Source: an optimization exercise on an open RTL-to-GDS flow (aim: small area). Production flows keep margins and buffers that such runs may drop.
Function was checked by simulation only, so behaviour that the tests miss may differ from the original.
The flow treats the clock pin as an ideal source, which a real chip does not have.

--- flow/config.mk ---
export PLATFORM = sky130hd
export DESIGN_NAME = acq_decim
export DESIGN_NICKNAME = acq_decim
export VERILOG_FILES = /design/flow/design.v
export SDC_FILE = /design/flow/constraint.sdc
export NUM_CORES = 4
export LEC_CHECK = 0
export ABC_AREA = 1
export CAP_MARGIN = 20
export CORE_MARGIN = 2
export CORE_UTILIZATION = 40
export CTS_CLUSTER_DIAMETER = 60
export CTS_CLUSTER_SIZE = 35
export SLEW_MARGIN = 20
--- flow/constraint.sdc ---
create_clock -name core_clock -period 50.0 [get_ports {clk}]
set_input_delay 10.0000 -clock core_clock [delete_from_list [all_inputs] [get_ports {clk}]]
set_output_delay 10.0000 -clock core_clock [all_outputs]
set_load 0.01 [all_outputs]
--- flow/design.v ---
module acq_decim_rca #(parameter integer W = 8) (
    input  wire [W-1:0] a,
    input  wire [W-1:0] b,
    input  wire         ci,
    output wire [W-1:0] s
);
    wire [W:0] c;
    assign c[0] = ci;
    genvar k;
    generate
        for (k = 0; k < W; k = k + 1) begin : g
            assign s[k]   = a[k] ^ b[k] ^ c[k];
            assign c[k+1] = (a[k] & b[k]) | (a[k] & c[k]) | (b[k] & c[k]);
        end
    endgenerate
endmodule
module acq_decim (
    input  wire        clk,
    input  wire        rst,         
    input  wire        md,          
    output reg         out_valid,   
    output reg  [27:0] out_data,    
    output reg         out_ovr      
);
    localparam integer CW = 36;     
    localparam integer AW = 52;     
    localparam integer NS = 19;     
    reg  [CW-1:0] integ1, integ2, integ3, integ4, integ5;
    wire [CW-1:0] s1, s2, s3, s4, s5;
    acq_decim_rca #(CW) u_i1 (.a(integ1), .b({{(CW-1){~md}}, 1'b1}), .ci(1'b0), .s(s1));
    acq_decim_rca #(CW) u_i2 (.a(integ2), .b(s1), .ci(1'b0), .s(s2));
    acq_decim_rca #(CW) u_i3 (.a(integ3), .b(s2), .ci(1'b0), .s(s3));
    acq_decim_rca #(CW) u_i4 (.a(integ4), .b(s3), .ci(1'b0), .s(s4));
    acq_decim_rca #(CW) u_i5 (.a(integ5), .b(s4), .ci(1'b0), .s(s5));
    always @(posedge clk) begin
        if (rst) begin
            integ1 <= 0; integ2 <= 0; integ3 <= 0; integ4 <= 0; integ5 <= 0;
        end else begin
            integ1 <= s1; integ2 <= s2; integ3 <= s3; integ4 <= s4; integ5 <= s5;
        end
    end
    reg [6:0] phase;
    reg       ticked;      
    reg [2:0] p;           
    reg [4:0] rel;         
    wire tick    = (phase == 7'd124);
    wire cstep   = tick | (ticked & (phase < 7'd4));
    wire rstep   = ticked & (phase == 7'd4);
    wire win     = ticked & (phase >= 7'd5) & (phase <= 7'd118);
    reg [2:0] vis;         
    always @* begin
        if (phase < 7'd24)       vis = 3'd0;
        else if (phase < 7'd43)  vis = 3'd1;
        else if (phase < 7'd62)  vis = 3'd2;
        else if (phase < 7'd81)  vis = 3'd3;
        else if (phase < 7'd100) vis = 3'd4;
        else                     vis = 3'd5;
    end
    always @(posedge clk) begin
        if (rst) begin
            phase  <= 0;
            ticked <= 1'b0;
            p      <= 0;
            rel    <= 0;
        end else begin
            phase <= tick ? 7'd0 : phase + 7'd1;
            if (tick) begin
                ticked <= 1'b1;
                p      <= (!ticked || p == 3'd4) ? 3'd0 : p + 3'd1;
            end
            if (!(tick && ticked && p == 3'd4))
                rel <= (rel == NS - 1) ? 5'd0 : rel + 5'd1;
        end
    end
    reg  [CW-1:0] zr0, zr1, zr2, zr3, zr4;    
    reg  [CW-1:0] v;                          
    wire [CW-1:0] ca  = tick ? s5 : v;
    wire [CW-1:0] cb  = rstep ? {{(CW-8){1'b1}}, 7'd0, ~v[9]}
                              : (cstep ? zr4 : {CW{1'b0}});
    wire [CW-1:0] cd;
    acq_decim_rca #(CW) u_c (.a(ca), .b(~cb), .ci(1'b1), .s(cd));
    always @(posedge clk) begin
        zr0 <= cstep ? ca : (ticked ? zr4 : {CW{1'b0}});
        zr1 <= zr0;
        zr2 <= zr1;
        zr3 <= zr2;
        zr4 <= zr3;
        v   <= cd;
    end
    wire [26:0] r = v[CW-1:9];
    wire       lowh = (rel < 5'd9) | ((rel == 5'd9) & (p >= 3'd2));
    wire [4:0] rm   = 5'd18 - rel;
    wire [3:0] rf   = lowh ? rel[3:0] : rm[3:0];
    wire [2:0] qf   = lowh ? 3'd4 - p : p;
    reg  [23:0] cf;
    always @* begin
        case ({rf, qf})
            7'd0: cf = -24'sd1;
            7'd1: cf = -24'sd4;
            7'd2: cf = -24'sd14;
            7'd3: cf = -24'sd36;
            7'd4: cf = -24'sd69;
            7'd8: cf = -24'sd96;
            7'd9: cf = -24'sd67;
            7'd10: cf =  24'sd96;
            7'd11: cf =  24'sd464;
            7'd12: cf =  24'sd1027;
            7'd16: cf =  24'sd1588;
            7'd17: cf =  24'sd1708;
            7'd18: cf =  24'sd778;
            7'd19: cf = -24'sd1704;
            7'd20: cf = -24'sd5665;
            7'd24: cf = -24'sd9997;
            7'd25: cf = -24'sd12405;
            7'd26: cf = -24'sd9929;
            7'd27: cf = -24'sd247;
            7'd28: cf =  24'sd16504;
            7'd32: cf =  24'sd36222;
            7'd33: cf =  24'sd50693;
            7'd34: cf =  24'sd49669;
            7'd35: cf =  24'sd25140;
            7'd36: cf = -24'sd23447;
            7'd40: cf = -24'sd85388;
            7'd41: cf = -24'sd138937;
            7'd42: cf = -24'sd157033;
            7'd43: cf = -24'sd117742;
            7'd44: cf = -24'sd16015;
            7'd48: cf =  24'sd128420;
            7'd49: cf =  24'sd271808;
            7'd50: cf =  24'sd357746;
            7'd51: cf =  24'sd336769;
            7'd52: cf =  24'sd187525;
            7'd56: cf = -24'sd68978;
            7'd57: cf = -24'sd368911;
            7'd58: cf = -24'sd620823;
            7'd59: cf = -24'sd732090;
            7'd60: cf = -24'sd637331;
            7'd64: cf = -24'sd318406;
            7'd65: cf =  24'sd191047;
            7'd66: cf =  24'sd817211;
            7'd67: cf =  24'sd1468057;
            7'd68: cf =  24'sd2056396;
            7'd72: cf =  24'sd2515604;
            7'd73: cf =  24'sd2804349;
            7'd74: cf =  24'sd2902489;
            default: cf = 24'sd0;
        endcase
    end
    wire [24:0] cfx = {cf, 1'b0};
    wire [4:0]  bw  = win ? cfx[{vis, 2'b00} +: 5] : 5'd0;    
    wire one_lo = bw[0] ^ bw[1];
    wire two_lo = (bw[2] & ~bw[1] & ~bw[0]) | (~bw[2] & bw[1] & bw[0]);
    wire neg_lo = bw[2] & ~(bw[1] & bw[0]);
    wire one_hi = bw[2] ^ bw[3];
    wire two_hi = (bw[4] & ~bw[3] & ~bw[2]) | (~bw[4] & bw[3] & bw[2]);
    wire neg_hi = bw[4] & ~(bw[3] & bw[2]);
    wire [27:0] rx = {r[26], r};
    wire [27:0] m_lo = (({28{one_lo}} & rx) | ({28{two_lo}} & {rx[26:0], 1'b0})) ^ {28{neg_lo}};
    wire [27:0] m_hi = (({28{one_hi}} & rx) | ({28{two_hi}} & {rx[26:0], 1'b0})) ^ {28{neg_hi}};
    reg  [AW-1:0] F [0:NS-1];
    wire [AW-1:0] head = F[NS-1];
    wire fin      = win && vis == 3'd5 && rel == 5'd0 && p == 3'd4;
    wire [AW-1:0] in_w;
    assign in_w[31:0]  = {32{1'b1}};
    assign in_w[35:32] = {4{vis <= 3'd4}};
    assign in_w[39:36] = {4{vis <= 3'd3}};
    assign in_w[43:40] = {4{vis <= 3'd2}};
    assign in_w[47:44] = {4{vis <= 3'd1}};
    assign in_w[51:48] = {4{vis == 3'd0}};
    wire [AW-1:0] cpass;
    assign cpass[30:0]  = {31{1'b1}};
    assign cpass[31]    = ~(vis == 3'd5);
    assign cpass[34:32] = 3'b111;
    assign cpass[35]    = ~(vis == 3'd4);
    assign cpass[38:36] = 3'b111;
    assign cpass[39]    = ~(vis == 3'd3);
    assign cpass[42:40] = 3'b111;
    assign cpass[43]    = ~(vis == 3'd2);
    assign cpass[46:44] = 3'b111;
    assign cpass[47]    = ~(vis == 3'd1);
    assign cpass[51:48] = 4'b1111;
    wire fin_up   = fin & head[2] & ((|head[1:0]) | (|head[51:32]) | head[3]);
    wire [AW-1:0] op_o = head;
    wire [AW-1:0] op_a = {{(AW-28){m_lo[27]}}, m_lo} & in_w;
    wire [AW-1:0] op_b = ({{(AW-30){m_hi[27]}}, m_hi, {2{neg_hi}}} & in_w)
                       | {{(AW-4){1'b0}}, fin_up, 3'd0};
    wire [AW-1:0] cs_s = op_o ^ op_a ^ op_b;
    wire [AW-1:0] cs_c = ((op_o & op_a) | (op_o & op_b) | (op_a & op_b)) & cpass;
    wire [AW-1:0] rb   = {cs_c[AW-2:0], neg_lo};
    wire [AW:0]   rc;
    wire [AW-1:0] acc;
    assign rc[0] = neg_hi;
    genvar q;
    generate
        for (q = 0; q < AW; q = q + 1) begin : g_acc
            assign acc[q]  = cs_s[q] ^ rb[q] ^ rc[q];
            assign rc[q+1] = ((cs_s[q] & rb[q]) | (cs_s[q] & rc[q]) | (rb[q] & rc[q])) & cpass[q];
        end
    endgenerate
    wire [AW-1:0] nxt = (fin | ~ticked) ? {AW{1'b0}}
                      : !win ? acc
                      : (vis == 3'd5) ? {acc[31:0], acc[51:32]}
                      : {acc[3:0], acc[51:4]};
    integer j;
    always @(posedge clk) begin
        F[0] <= nxt;
        for (j = 1; j < NS; j = j + 1)
            F[j] <= F[j-1];
    end
    wire [AW-1:0] fa_t = {acc[31:0], acc[51:32]};
    always @* out_valid = fin;
    wire [28:0] frnd = fa_t[AW-1:23];
    wire        sat  = frnd[28] ^ frnd[27];
    localparam [27:0] OVR_POS = 28'd114085069;
    localparam [27:0] OVR_NEG = 28'd154350387;    
    always @* begin
        out_data = sat ? {frnd[28], {27{~frnd[28]}}} : frnd[27:0];
        out_ovr  = sat | (frnd[27] ? (frnd[27:0] <= OVR_NEG) : (frnd[27:0] >= OVR_POS));
    end
endmodule
--- flow/run.sh ---
#!/bin/bash
# synth_recipe.tcl (not shown) runs the flow's synth.tcl, then flattens the netlist and writes it again
# the make line also repeats each setting of config.mk as NAME=value (left out here)
make -C /OpenROAD-flow-scripts/flow DESIGN_CONFIG=/design/flow/config.mk WORK_HOME=/design/flow/orfs CLKGATE_MAP_FILE= SYNTH_SCRIPT=/design/flow/synth_recipe.tcl finish
==> impl_metrics.py, run 1 <==
metrics = {
    "routing": {
        "wire_per_inst_um": 15.6,
        "routed_wl_um": 79800,
        "vias": 22700,
        "drtPass1Iterations": 5,
        "drt_iter0_markers": 1504,
        "drt-vias-per-instance": 4.44,
        "drc": 0,
        "ant_nets": 0,
    },
    "yosys": {
        "yosysUniqueCellTypes": 49,
        "yosys-top-cells-count": "dfxtp_1 (1,400), inv_1 (436), nand2_1 (388)",
        "syn_area_um2": 43300,
        "synth_most_common_cell": "dfxtp_1",
        "yosys_warnings": 2,
        "syn_inst": 3632,
        "synth_edf_count": 0,
        "synth-async-reset-ratio": 0,
        "yosysSeqAreaShare": 0.647,
        "synth_top_cell_area_share": 0.647,
        "yosysTopAreaCell": "dfxtp_1",
        "syn_area_per_cell_um2": 11.9,
        "ys.flop_type": "dfxtp_1",
        "synth_seq_cells": 1400,
        "synth_nets": 3965,
        "synthTopCellsByArea": "dfxtp_1 (65%), fa_1 (14%), inv_1 (3.8%)",
    },
    "sta": {
        "skew_ns": 0.0520,
        "fmax_ghz": 0.0316,
        "layout_min_cycle_time_ns": 31.69,
        "rsz0062_at_grt": "false",
        "finalMaxSlewViolations": 0,
        "hold_violations": 0,
        "setup_ws_ns": 18.31,
        "slew_headroom": 0.294,
        "tightest_slew_ns": 1.05,
        "setup_viol": 0,
        "period_share": 0.634,
        "tns_ns": 0,
    },
    "clocking": {
        "post-cts-setup-buffers": 0,
        "htreeDepth": 3,
        "clkTransAtPathRegs_ns": 0.11,
        "clk_path_buf_depth": 3,
        "root_buffer": "clkbuf_16",
        "worstSkewPairLatency_ns": 0.69,
        "cts_tree": "yes",
        "hold_buffers": 0,
        "clock-sinks": 1400,
        "cts_inserted_buffers": 79,
        "ctsResizeCount": 0,
    },
    "min_path": {
        "hold_class": "flip-flop to flip-flop",
        "worstHoldStart": "F[6][30]",
        "hold_path_depth": 0,
        "holdPathEnd": "F[7][30]",
    },
    "die": {
        "die_h_um": 333,
        "io_pins": 33,
        "die-width_um": 333,
        "coreArea_um2": 107000,
        "num_rows": 120,
        "fp.dieArea_um2": 111000,
        "start_util": 0.404,
    },
    "place": {
        "hpwl_um": 56900,
        "gp_congestion": 0.888,
        "portBuffers": 32,
        "post-place-ws_ns": 19.13,
    },
    "setup_path": {
        "cp.arrival_ns": 21.69,
        "rr_startpoint": "rel[0]",
        "worstPathRequired_ns": 40.00,
        "critical_path.max_fanout": 36,
        "critPathLaunchType": "flip-flop",
        "cpMostUsedCell": "fa_1",
        "endpoint_kind": "primary output",
        "worst_path_largest_cell_delay_ns": 0.84,
        "r2r_cells": 91,
        "path_class": "flip-flop to primary output",
        "timing.rr.end": "F[0][18]",
        "crit_family": "adder cells",
        "slowest_stage": "dfxtp_2",
        "r2r_slack_ns": 24.26,
        "crit_buf_inv": 9,
    },
    "global_route": {
        "antenna_found_initial": 5,
        "grt_max_degree": 101,
        "grt_pass1_wl_um": 128000,
        "overflow": 0,
        "grt_pass1_vias": 22800,
        "track_usage": 0.147,
    },
    "cells_and_area": {
        "layout.nets": 3979,
        "syn_to_final_growth_pct": 11.3,
        "drive_gt1_frac": 0.0685,
    },
    "outcome": {
        "status": "complete, no violations",
    },
    "run": {
        "drv_cap": 0,
    },
}
## cells in the final DEF (no fill, tap or decap), drive strengths merged
cell	instances
o221ai	1
nand3b	2
fa	305
or2	10
o21ai	118
nand4	14
clkdlybuf4s50	31
clkbuf	82
o211ai	7
o31ai	1
xnor2	3
o311ai	2
a211oi	2
nor4	5
xor2	69
nor3b	1
clkinvlp	1
o22ai	51
inv	482
buf	14
ha	25
nand3	166
nor3	8
a311oi	2
a31oi	7
a21oi	191
and3	1
dfxtp	1400
bufinv	5
nand2	422
nor2	256
o21a	1
clkinv	25
diode	1
## layout make-up
cell class	count	area (um^2)
fill	9866	59000
sequential	1400	28000
multi-input combinational	1670	13100
clock buffer	82	2010
tap	1403	1760
inverter	450	1690
clock inverter	63	1170
timing repair buffer	45	419
antenna	1	2.50
## worst max path at each step
| stage | startpoint | endpoint | slack, ns | cells after the start |
|---|---|---|---|---|
| 2_1_floorplan | rel[0] | out_data[0] | 21.58 | 63 |
| 3_3_place_gp | rel[0] | out_data[1] | 19.12 | 61 |
| 6_report | rel[0] | out_data[21] | 18.31 | 62 |
| 4_1_cts | rel[0] | out_data[21] | 18.34 | 62 |
| 3_5_place_dp | rel[0] | out_data[26] | 19.13 | 62 |
| 5_1_grt | rel[0] | out_data[3] | 17.29 | 60 |
## cell families after synthesis
kind of cell	count (synthesis)	synth area share
buffers and inverters	562	0.0508
and+or+nand+nor	885	0.0906
AOI/OAI and AO/OA	383	0.0484
DFF	1400	0.647
xor gates and xnor gates	72	0.0146
adders and majority gates	330	0.148
## worst register-to-register path, delay by kind of cell (launching register included)
kind	cells	cell delay [ns]
adders and majority gates	53	19.13
AOI/OAI and AO/OA	6	1.41
and+or+nand+nor	18	2.06
DFF	1	0.84
xor gates and xnor gates	1	0.20
buffers and inverters	13	1.94
## per-stage QoR
step	util	hold slack (ns)	std cells	area (um^2)
detailed placement	0.420	0.312	4968	45000
global route	0.449	0.295	5113	48200
CTS	0.449	0.285	5113	48200
floorplan	-	0.310	3632	43300
global placement	0.420	0.309	4968	45000
finish	0.449	0.297	5114	48200
## flip-flops by register name, indices dropped and copies added, names as in the netlist, 36 cells and up
name    cells
zr2        36
zr0        36
integ2     36
integ5     36
F         988
zr3        36
integ1     36
zr4        36
zr1        36
integ3     36
v          36
integ4     36
## routing by layer
layer / wire length (um) / GRT usage
met1: 39000 / 0.212
met2: 34000 / 0.219
met3: 4260 / 0.0296
met4: 2630 / 0.0542
met5: 13 / 0
==> run 2, diff against run 1 <==
==> flow/flow/run.sh (new file) <==
#!/bin/bash
# The standard layout (standard synthesis unchanged), except that the clock
# tree is built without dummy loads: clock_tree_synthesis gets
# -dont_use_dummy_load, with the flow's usual options and 35-sink clusters.
# make's full output goes to layout.log in this folder.
set -euo pipefail
bash standard.sh \
  "CTS_ARGS=-sink_clustering_enable -repair_clock_nets -sink_clustering_size 35 -sink_clustering_max_diameter 60 -dont_use_dummy_load" \
  finish > layout.log 2>&1
==> flow/standard.sh (new file) <==
#!/bin/bash
# synth_recipe.tcl (not shown) runs the flow's synth.tcl, then flattens the netlist and writes it again
# the make line also repeats each setting of config.mk as NAME=value (left out here)
make -C /OpenROAD-flow-scripts/flow DESIGN_CONFIG=/design/flow/config.mk WORK_HOME=/design/flow/orfs CLKGATE_MAP_FILE= SYNTH_SCRIPT=/design/flow/synth_recipe.tcl "${@:-finish}"
--- a/flow/config.mk
+++ b/flow/config.mk
@@ -10,5 +10,3 @@
 export CORE_MARGIN = 2
-export CORE_UTILIZATION = 40
-export CTS_CLUSTER_DIAMETER = 60
-export CTS_CLUSTER_SIZE = 35
+export CORE_UTILIZATION = 55
 export SLEW_MARGIN = 20
removed: flow/run.sh
==> impl_metrics.py, run 2 <==
metrics = {
    "sta": {
        "setup_viol": 0,
        "slew_headroom": 0.262,
        "hold_violations": 0,
        "finalMaxSlewViolations": 0,
        "fmax_ghz": 0.0315,
        "tightest_slew_ns": 1.10,
        "tns_ns": 0,
        "rsz0062_at_grt": "false",
        "skew_ns": 0.128,
        "period_share": 0.634,
        "layout_min_cycle_time_ns": 31.70,
    },
    "cells_and_area": {
        "largest_reg_flops": 988,
        "final_common_cell": "dfxtp_1",
        "syn_to_final_growth_pct": 7.12,
        "regMostFlops": "F",
        "finish.utilization": 0.597,
        "antenna_cells": 0,
        "final_cell_mix": "dfxtp_1 (1,400), inv_1 (435), nand2_1 (386)",
        "layout.nets": 3973,
        "drive_gt1_frac": 0.0498,
    },
    "yosys": {
        "yosysTopAreaCell": "dfxtp_1",
        "synth_nets": 3965,
        "ys.flop_type": "dfxtp_1",
        "yosysUniqueCellTypes": 49,
        "syn_inst": 3632,
        "syn_area_um2": 43300,
        "synthTopCellsByArea": "dfxtp_1 (65%), fa_1 (14%), inv_1 (3.8%)",
        "syn_area_per_cell_um2": 11.9,
        "synth-async-reset-ratio": 0,
        "yosys_warnings": 2,
        "synth_top_cell_area_share": 0.647,
        "synth_seq_cells": 1400,
        "synth_most_common_cell": "dfxtp_1",
        "yosys-top-cells-count": "dfxtp_1 (1,400), inv_1 (436), nand2_1 (388)",
        "synth_edf_count": 0,
        "yosysSeqAreaShare": 0.647,
    },
    "setup_path": {
        "r2r_slack_ns": 24.43,
        "path_class": "flip-flop to primary output",
        "worstPathRequired_ns": 40.00,
        "r2r_cells": 87,
        "crit_family": "adder cells",
        "timing.rr.end": "F[0][18]",
        "crit_buf_inv": 9,
        "critPathLaunchType": "flip-flop",
        "cp.arrival_ns": 21.70,
        "cpMostUsedCell": "fa_1",
        "worst_path_largest_cell_delay_ns": 0.67,
        "slowest_stage": "nand2_1",
        "rr_startpoint": "rel[0]",
        "critical_path.max_fanout": 36,
        "endpoint_kind": "primary output",
    },
    "die": {
        "start_util": 0.557,
        "die-width_um": 285,
        "coreArea_um2": 77700,
        "num_rows": 102,
        "die_h_um": 285,
        "fp.dieArea_um2": 81000,
        "io_pins": 33,
    },
    "min_path": {
        "holdPathEnd": "F[2][12]",
        "worstHoldStart": "F[1][12]",
        "hold_class": "flip-flop to flip-flop",
        "hold_path_depth": 0,
    },
    "clocking": {
        "cts_tree": "yes",
        "clock-sinks": 1400,
        "worstSkewPairLatency_ns": 0.66,
        "cts_inserted_buffers": 72,
        "post-cts-setup-buffers": 0,
        "ctsResizeCount": 0,
        "hold_buffers": 0,
        "clkTransAtPathRegs_ns": 0.11,
    },
    "run": {
        "drv_cap": 0,
    },
    "place": {
        "hpwl_um": 59900,
        "gp_congestion": 0.901,
        "portBuffers": 32,
    },
    "outcome": {
        "status": "complete, no violations",
    },
    "global_route": {
        "grt_pass1_wl_um": 132000,
        "antenna_found_initial": 0,
        "grt_pass1_vias": 23500,
        "track_usage": 0.210,
        "overflow": 0,
        "grt_max_degree": 110,
    },
    "routing": {
        "ant_nets": 0,
        "drt_iter0_markers": 1558,
        "routed_wl_um": 82400,
        "drt-vias-per-instance": 4.87,
        "drc": 0,
        "wire_per_inst_um": 17.6,
        "drtPass1Iterations": 6,
        "vias": 22800,
    },
}
-- run 2: layer usage --
| layer | track usage | wire length [um] |
|---|---|---|
| met3 | 0.0249 | 3070 |
| met5 | 0 | 0 |
| met4 | 0.0680 | 2470 |
| met1 | 0.301 | 39000 |
| met2 | 0.334 | 37800 |
-- run 2: through the flow --
| stage | setup WS, ns | cell area (um^2) | instances | hold slack, ns |
|---|---|---|---|---|
| finish | 18.30 | 46400 | 4678 | 0.261 |
| global route | 17.28 | 46400 | 4678 | 0.260 |
| CTS | 18.18 | 46300 | 4677 | 0.262 |
| detailed placement | 18.91 | 44500 | 4605 | 0.312 |
| global placement | 18.90 | 44500 | 4605 | 0.309 |
| floorplan | 21.58 | 43300 | 3632 | 0.310 |
-- run 2: final cells by class --
cell class | count | area [um^2]
Multi-Input combinational cell | 1670 | 13100
Inverter | 450 | 1690
Tap cell | 1040 | 1300
Fill cell | 6242 | 31400
Clock buffer | 72 | 1800
Timing Repair Buffer | 46 | 447
Sequential cell | 1400 | 28000
-- run 2: kinds of logic after synthesis --
group	after synthesis	share of synthesized area
compound gates	383	0.0484
xor+xnor	72	0.0146
fa+ha+maj	330	0.148
buf+inv	562	0.0508
flops	1400	0.647
simple gates	885	0.0906
-- run 2: how the worst max path moves through the flow --
stage	startpoint	endpoint	slack (ns)	depth (start not counted)
after CTS	rel[0]	out_ovr	18.18	60
after floorplan	rel[0]	out_data[0]	21.58	63
final	rel[0]	out_data[12]	18.30	57
after detailed placement	rel[0]	out_ovr	18.91	60
after global placement	rel[0]	out_ovr	18.90	60
after global routing	rel[0]	out_data[13]	17.28	59
==> run 3, diff against run 2 <==
==> flow/flow/run.sh (replaced) <==
#!/bin/bash
# The standard layout (standard synthesis unchanged), with two changes:
#  * the clock tree is built without dummy loads (-dont_use_dummy_load), in
#    sink clusters of at most 30 flip-flops and 100 um;
#  * the port buffers that global placement inserts are buf_1 cells.
# make's full output goes to layout.log in this folder.
set -euo pipefail
bash standard.sh \
  "BUFFER_PORTS_ARGS=-buffer_cell sky130_fd_sc_hd__buf_1" \
  "CTS_ARGS=-sink_clustering_enable -repair_clock_nets -sink_clustering_size 30 -sink_clustering_max_diameter 100 -dont_use_dummy_load" \
  finish > layout.log 2>&1
==> impl_metrics.py, run 3 <==
metrics = {
    "clocking": {
        "htreeDepth": 2,
        "clk_path_buf_depth": 3,
        "worstSkewPairLatency_ns": 0.65,
        "clock-sinks": 1400,
        "cts_inserted_buffers": 54,
        "ctsResizeCount": 0,
        "post-cts-setup-buffers": 0,
        "cts_tree": "yes",
        "clkTransAtPathRegs_ns": 0.10,
        "root_buffer": "clkbuf_16",
        "hold_buffers": 0,
    },
    "setup_path": {
        "worst_path_largest_cell_delay_ns": 0.68,
        "rr_startpoint": "rel[0]",
        "critical_path.max_fanout": 36,
        "critPathLaunchType": "flip-flop",
        "startpoint": "rel[0]",
        "path_class": "flip-flop to primary output",
        "cpMostUsedCell": "fa_1",
        "cp.arrival_ns": 21.47,
        "r2r_cells": 87,
        "slowest_stage": "nand2_1",
        "endpoint_kind": "primary output",
        "worstPathRequired_ns": 40.00,
    },
    "sta": {
        "rsz0062_at_grt": "false",
        "setup_viol": 0,
        "finalMaxSlewViolations": 0,
        "skew_ns": 0.101,
        "setup_ws_ns": 18.53,
        "layout_min_cycle_time_ns": 31.47,
        "tightest_slew_ns": 1.06,
        "slew_headroom": 0.288,
        "fmax_ghz": 0.0318,
        "hold_violations": 0,
        "whs_ns": 0.263,
        "tns_ns": 0,
        "period_share": 0.629,
    },
    "cells_and_area": {
        "regMostFlops": "F",
        "layout.nets": 3954,
        "syn_to_final_growth_pct": 5.57,
        "fin_cells": 4660,
        "largest_reg_flops": 988,
        "drive_gt1_frac": 0.0448,
        "final_cell_mix": "dfxtp_1 (1,400), inv_1 (435), nand2_1 (386)",
        "final_common_cell": "dfxtp_1",
        "finish.utilization": 0.588,
    },
    "global_route": {
        "grt_max_degree": 110,
        "grt_pass1_wl_um": 133000,
        "grt_pass1_vias": 23600,
        "track_usage": 0.210,
        "antenna_found_initial": 3,
        "overflow": 0,
    },
    "yosys": {
        "syn_area_per_cell_um2": 11.9,
        "synth_top_cell_area_share": 0.647,
        "yosysSeqAreaShare": 0.647,
        "yosys-top-cells-count": "dfxtp_1 (1,400), inv_1 (436), nand2_1 (388)",
        "syn_inst": 3632,
        "synth-async-reset-ratio": 0,
        "yosysTopAreaCell": "dfxtp_1",
        "synth_seq_cells": 1400,
        "ys.flop_type": "dfxtp_1",
        "synth_nets": 3965,
        "synthTopCellsByArea": "dfxtp_1 (65%), fa_1 (14%), inv_1 (3.8%)",
        "synth_edf_count": 0,
        "synth_most_common_cell": "dfxtp_1",
        "syn_area_um2": 43300,
        "yosys_warnings": 2,
        "yosysUniqueCellTypes": 49,
    },
    "die": {
        "die-width_um": 285,
        "fp.dieArea_um2": 81000,
        "start_util": 0.557,
        "io_pins": 33,
        "coreArea_um2": 77700,
        "num_rows": 102,
        "die_h_um": 285,
    },
    "run": {
        "drv_cap": 0,
    },
    "routing": {
        "vias": 22800,
        "wire_per_inst_um": 17.8,
        "drt_iter0_markers": 1302,
        "drc": 0,
        "ant_nets": 0,
        "routed_wl_um": 83100,
        "drtPass1Iterations": 5,
        "drt-vias-per-instance": 4.90,
    },
    "min_path": {
        "hold_class": "flip-flop to flip-flop",
        "worstHoldStart": "zr2[27]",
        "hold_path_depth": 0,
    },
    "place": {
        "placedCellCount": 4605,
        "portBuffers": 32,
        "post-place-ws_ns": 19.20,
        "gp_congestion": 0.886,
        "hpwl_um": 60800,
    },
    "outcome": {
        "status": "complete, no violations",
    },
}
run 3: per-layer routing:
| layer | vias up | share of wire | GRT usage |
|---|---|---|---|
| met1 | 11200 | 0.47 | 0.297 |
| met4 | 2 | 0.033 | 0.0674 |
| met2 | 399 | 0.46 | 0.339 |
| li1 | 11100 | - | - |
| met5 | - | 0.00016 | 0 |
| met3 | 138 | 0.036 | 0.0242 |
run 3: final cells by class:
| cell class | count | area, um^2 |
|---|---|---|
| Antenna cell | 1 | 2.50 |
| Clock buffer | 54 | 1350 |
| Fill cell | 6296 | 32000 |
| Inverter | 450 | 1690 |
| Multi-Input combinational cell | 1670 | 13100 |
| Sequential cell | 1400 | 28000 |
| Tap cell | 1040 | 1300 |
| Timing Repair Buffer | 45 | 225 |
run 3: final timing paths:
| path | end | slack (ns) |
|---|---|---|
| min | zr3[27] | 0.26 |
| max | out_data[21] | 18.53 |
| max reg2reg | F[0][18] | 24.27 |
| min reg2reg | zr3[27] | 0.26 |
run 3: critical path, delay by kind of cell (launching register included):
kind	cells	cell delay (ns)
adder cells (fa/ha/maj)	34	15.20
AND/OR/NAND/NOR	11	2.46
buffers and inverters	9	1.97
AO/OA/AOI/OAI	2	0.61
flip-flops	1	0.32
XOR/XNOR	1	0.21
run 3: kinds of logic after synthesis:
group	synth area share
and+or+nand+nor	0.0906
DFF	0.647
buffers and inverters	0.0508
xor gates and xnor gates	0.0146
adders and majority gates	0.148
AOI/OAI and AO/OA	0.0484
run 3: through the flow:
step / area [um^2]
after floorplan: 43300
final: 45700
after global routing: 45700
after global placement: 44300
after detailed placement: 44300
after CTS: 45700
==> run 4, diff against run 3 <==
--- a/flow/design.v
+++ b/flow/design.v
@@ -27,14 +27,14 @@
     localparam integer NS = 19;     
-    reg  [CW-1:0] integ1, integ2, integ3, integ4, integ5;
+    reg  [CW-1:0] in1, in2, in3, in4, in5;
     wire [CW-1:0] s1, s2, s3, s4, s5;
-    acq_decim_rca #(CW) u_i1 (.a(integ1), .b({{(CW-1){~md}}, 1'b1}), .ci(1'b0), .s(s1));
-    acq_decim_rca #(CW) u_i2 (.a(integ2), .b(s1), .ci(1'b0), .s(s2));
-    acq_decim_rca #(CW) u_i3 (.a(integ3), .b(s2), .ci(1'b0), .s(s3));
-    acq_decim_rca #(CW) u_i4 (.a(integ4), .b(s3), .ci(1'b0), .s(s4));
-    acq_decim_rca #(CW) u_i5 (.a(integ5), .b(s4), .ci(1'b0), .s(s5));
+    acq_decim_rca #(CW) u_i1 (.a(~in1), .b({{(CW-1){~md}}, 1'b1}), .ci(1'b0), .s(s1));
+    acq_decim_rca #(CW) u_i2 (.a(~in2), .b(s1), .ci(1'b0), .s(s2));
+    acq_decim_rca #(CW) u_i3 (.a(~in3), .b(s2), .ci(1'b0), .s(s3));
+    acq_decim_rca #(CW) u_i4 (.a(~in4), .b(s3), .ci(1'b0), .s(s4));
+    acq_decim_rca #(CW) u_i5 (.a(~in5), .b(s4), .ci(1'b0), .s(s5));
     always @(posedge clk) begin
         if (rst) begin
-            integ1 <= 0; integ2 <= 0; integ3 <= 0; integ4 <= 0; integ5 <= 0;
+            in1 <= {CW{1'b1}}; in2 <= {CW{1'b1}}; in3 <= {CW{1'b1}}; in4 <= {CW{1'b1}}; in5 <= {CW{1'b1}};
         end else begin
-            integ1 <= s1; integ2 <= s2; integ3 <= s3; integ4 <= s4; integ5 <= s5;
+            in1 <= ~s1; in2 <= ~s2; in3 <= ~s3; in4 <= ~s4; in5 <= ~s5;
         end
@@ -74,15 +74,15 @@
     end
-    reg  [CW-1:0] zr0, zr1, zr2, zr3, zr4;    
+    reg  [CW-1:0] zn0, zn1, zn2, zn3, zn4;    
     reg  [CW-1:0] v;                          
     wire [CW-1:0] ca  = tick ? s5 : v;
-    wire [CW-1:0] cb  = rstep ? {{(CW-8){1'b1}}, 7'd0, ~v[9]}
-                              : (cstep ? zr4 : {CW{1'b0}});
+    wire [CW-1:0] cbn = rstep ? {{(CW-8){1'b0}}, 7'h7f, v[9]}
+                              : (cstep ? zn4 : {CW{1'b1}});
     wire [CW-1:0] cd;
-    acq_decim_rca #(CW) u_c (.a(ca), .b(~cb), .ci(1'b1), .s(cd));
-    always @(posedge clk) begin
-        zr0 <= cstep ? ca : (ticked ? zr4 : {CW{1'b0}});
-        zr1 <= zr0;
-        zr2 <= zr1;
-        zr3 <= zr2;
-        zr4 <= zr3;
+    acq_decim_rca #(CW) u_c (.a(ca), .b(cbn), .ci(1'b1), .s(cd));
+    always @(posedge clk) begin
+        zn0 <= cstep ? ~ca : (ticked ? zn4 : {CW{1'b1}});
+        zn1 <= zn0;
+        zn2 <= zn1;
+        zn3 <= zn2;
+        zn4 <= zn3;
         v   <= cd;
==> impl_metrics.py, run 4 <==
metrics = {
    "outcome": {
        "status": "complete, no violations",
    },
    "cells_and_area": {
        "regMostFlops": "F",
        "area.sequential_um2": 28000,
        "largest_reg_flops": 988,
        "layout.nets": 3763,
        "antenna_cells": 0,
        "fill_cells": 6349,
        "drive_gt1_frac": 0.0811,
        "final_common_cell": "dfxtp_1",
        "finish.utilization": 0.586,
        "final_cell_mix": "dfxtp_1 (1,400), nand2_1 (409), fa_1 (305)",
        "syn_to_final_growth_pct": 5.74,
        "multi_input_area_um2": 13200,
    },
    "die": {
        "die-width_um": 283,
        "io_pins": 33,
        "num_rows": 102,
        "start_util": 0.554,
        "coreArea_um2": 77300,
        "fp.dieArea_um2": 80100,
        "die_h_um": 283,
    },
    "sta": {
        "hold_violations": 0,
        "period_share": 0.629,
        "skew_ns": 0.0902,
        "tightest_slew_ns": 1.02,
        "whs_ns": 0.251,
        "layout_min_cycle_time_ns": 31.46,
        "tns_ns": 0,
        "rsz0062_at_grt": "false",
        "fmax_ghz": 0.0318,
        "finalMaxSlewViolations": 0,
        "setup_viol": 0,
        "slew_headroom": 0.317,
    },
    "place": {
        "gp_congestion": 0.949,
        "portBuffers": 32,
        "hpwl_um": 60200,
    },
    "setup_path": {
        "timing.rr.end": "F[0][19]",
        "r2r_slack_ns": 24.06,
        "startpoint": "rel[0]",
        "critPathLaunchType": "flip-flop",
        "slowest_stage": "nor2_1",
        "worstPathRequired_ns": 40.00,
        "path_class": "flip-flop to primary output",
        "crit_end": "out_data[4]",
        "r2r_cells": 93,
        "critical_path.max_fanout": 38,
        "cp.arrival_ns": 21.46,
        "worst_path_largest_cell_delay_ns": 0.81,
        "rr_startpoint": "rel[0]",
        "crit_family": "adder cells",
        "endpoint_kind": "primary output",
        "critical_path_depth": 59,
        "cpMostUsedCell": "fa_1",
        "crit_buf_inv": 7,
    },
    "routing": {
        "wire_per_inst_um": 18.4,
        "drt-vias-per-instance": 4.94,
        "vias": 22100,
        "drtPass1Iterations": 5,
        "routed_wl_um": 82300,
        "drt_iter0_markers": 1369,
        "drc": 0,
        "ant_nets": 0,
    },
    "yosys": {
        "ys.flop_type": "dfxtp_1",
        "yosysSeqAreaShare": 0.654,
        "syn_area_per_cell_um2": 12.5,
        "synth_seq_cells": 1400,
        "synth-async-reset-ratio": 0,
        "synthTopCellsByArea": "dfxtp_1 (65%), fa_1 (14%), nand2_1 (3.6%)",
        "synth_most_common_cell": "dfxtp_1",
        "synth_edf_count": 0,
        "syn_area_um2": 42800,
        "synth_top_cell_area_share": 0.654,
        "yosys-top-cells-count": "dfxtp_1 (1,400), nand2_1 (410), fa_1 (305)",
        "syn_inst": 3432,
        "yosysUniqueCellTypes": 48,
        "yosys_warnings": 2,
        "synth_nets": 3765,
        "yosysTopAreaCell": "dfxtp_1",
    },
    "clocking": {
        "clk_path_buf_depth": 3,
        "cts_tree": "yes",
        "cts_inserted_buffers": 54,
        "worstSkewPairLatency_ns": 0.65,
        "clock-sinks": 1400,
        "ctsResizeCount": 0,
        "root_buffer": "clkbuf_16",
        "clkTransAtPathRegs_ns": 0.10,
        "htreeDepth": 2,
        "post-cts-setup-buffers": 0,
        "hold_buffers": 0,
    },
    "min_path": {
        "hold_class": "flip-flop to flip-flop",
    },
    "global_route": {
        "overflow": 0,
        "antenna_found_initial": 0,
        "track_usage": 0.211,
        "grt_pass1_wl_um": 132000,
        "grt_max_degree": 97,
        "grt_pass1_vias": 23000,
    },
    "run": {
        "drv_cap": 0,
    },
}
-- run 4: cell types whose count changed in the layout (fill, tap and decap cells not counted), sizes merged, moves of 49 or more --
| cell | delta |
|---|---|
| inv | -134 |
| nand3 | -51 |
| or2 | +142 |
| o21ai | +49 |
| nor2 | -185 |
| a21oi | -65 |
-- run 4: cells by family (layout without fill, tap and decap cells) --
logic type / count (synthesis) / after routing / synth area share
compound gates: 405 / 405 / 0.0542
xor+xnor: 73 / 73 / 0.0149
fa+ha+maj: 330 / 330 / 0.150
buf+inv: 426 / 422 / 0.0392
flops: 1400 / 1400 / 0.654
mux: 1 / 1 / 0.000234
simple gates: 797 / 797 / 0.0873
-- run 4: per-layer routing --
layer,track usage,up-vias,wire (um)
met5,0,-,0
met2,0.344,353,38800
met3,0.0242,99,2660
met1,0.302,11000,38800
li1,-,10600,-
met4,0.0528,0,1980
-- run 4: worst min-delay path by stage --
stage	slack (ns)	end	cells past startpoint	startpoint
floorplan	0.31	F[10][0]	0	F[9][0]
global placement	0.31	F[5][4]	0	F[4][4]
detailed placement	0.31	F[9][2]	0	F[8][2]
CTS	0.24	F[2][22]	0	F[1][22]
global route	0.25	F[2][22]	0	F[1][22]
finish	0.25	F[2][22]	0	F[1][22]
-- run 4: layout make-up --
| class | instances | share of cell area |
|---|---|---|
| clock buffers | 54 | 0.0298 |
| inverters | 319 | 0.0265 |
| multi-input cells | 1606 | 0.291 |
| flip-flops and latches | 1400 | 0.619 |
| well taps | 1040 | 0.0287 |
| repair buffers | 49 | 0.00558 |
-- run 4: stage by stage --
stage,instance area [um^2],worst slack (ns),instances
floorplan,42800,21.77,3432
global placement,43900,19.47,4414
detailed placement,43900,19.15,4414
CTS,45300,18.46,4468
global route,45300,17.53,4468
finish,45300,18.54,4468

afterwards: timing with drivers on the ports:
No port has a modelled driver above. Below, the same layouts with a new extraction and two added sets of constraints.
Step 1, drivers: a clkbuf_16 drives clk and a buf_2 each remaining input, both assumed.
Step 2 times the ports against the registers' clock, not the clock port: input delays grow and output delays shrink by t, the midpoint of the rising clock arrivals with the driver on.
Slacks: no drivers / after step 1 / after step 2; pairs: no drivers / after step 1.
run | t, ns | setup WS [ns] | worst hold slack (ns)
run 1 | 0.731 | 18.308 / 18.245 / 18.976 | 0.297 / 0.297 / 0.297
run 2 | 0.659 | 18.297 / 18.231 / 18.890 | 0.261 / 0.261 / 0.261
run 3 | 0.669 | 18.529 / 18.467 / 19.136 | 0.263 / 0.263 / 0.263
run 4 | 0.674 | 18.537 / 18.465 / 19.140 | 0.251 / 0.251 / 0.251
After both steps every run listed still meets setup and hold.
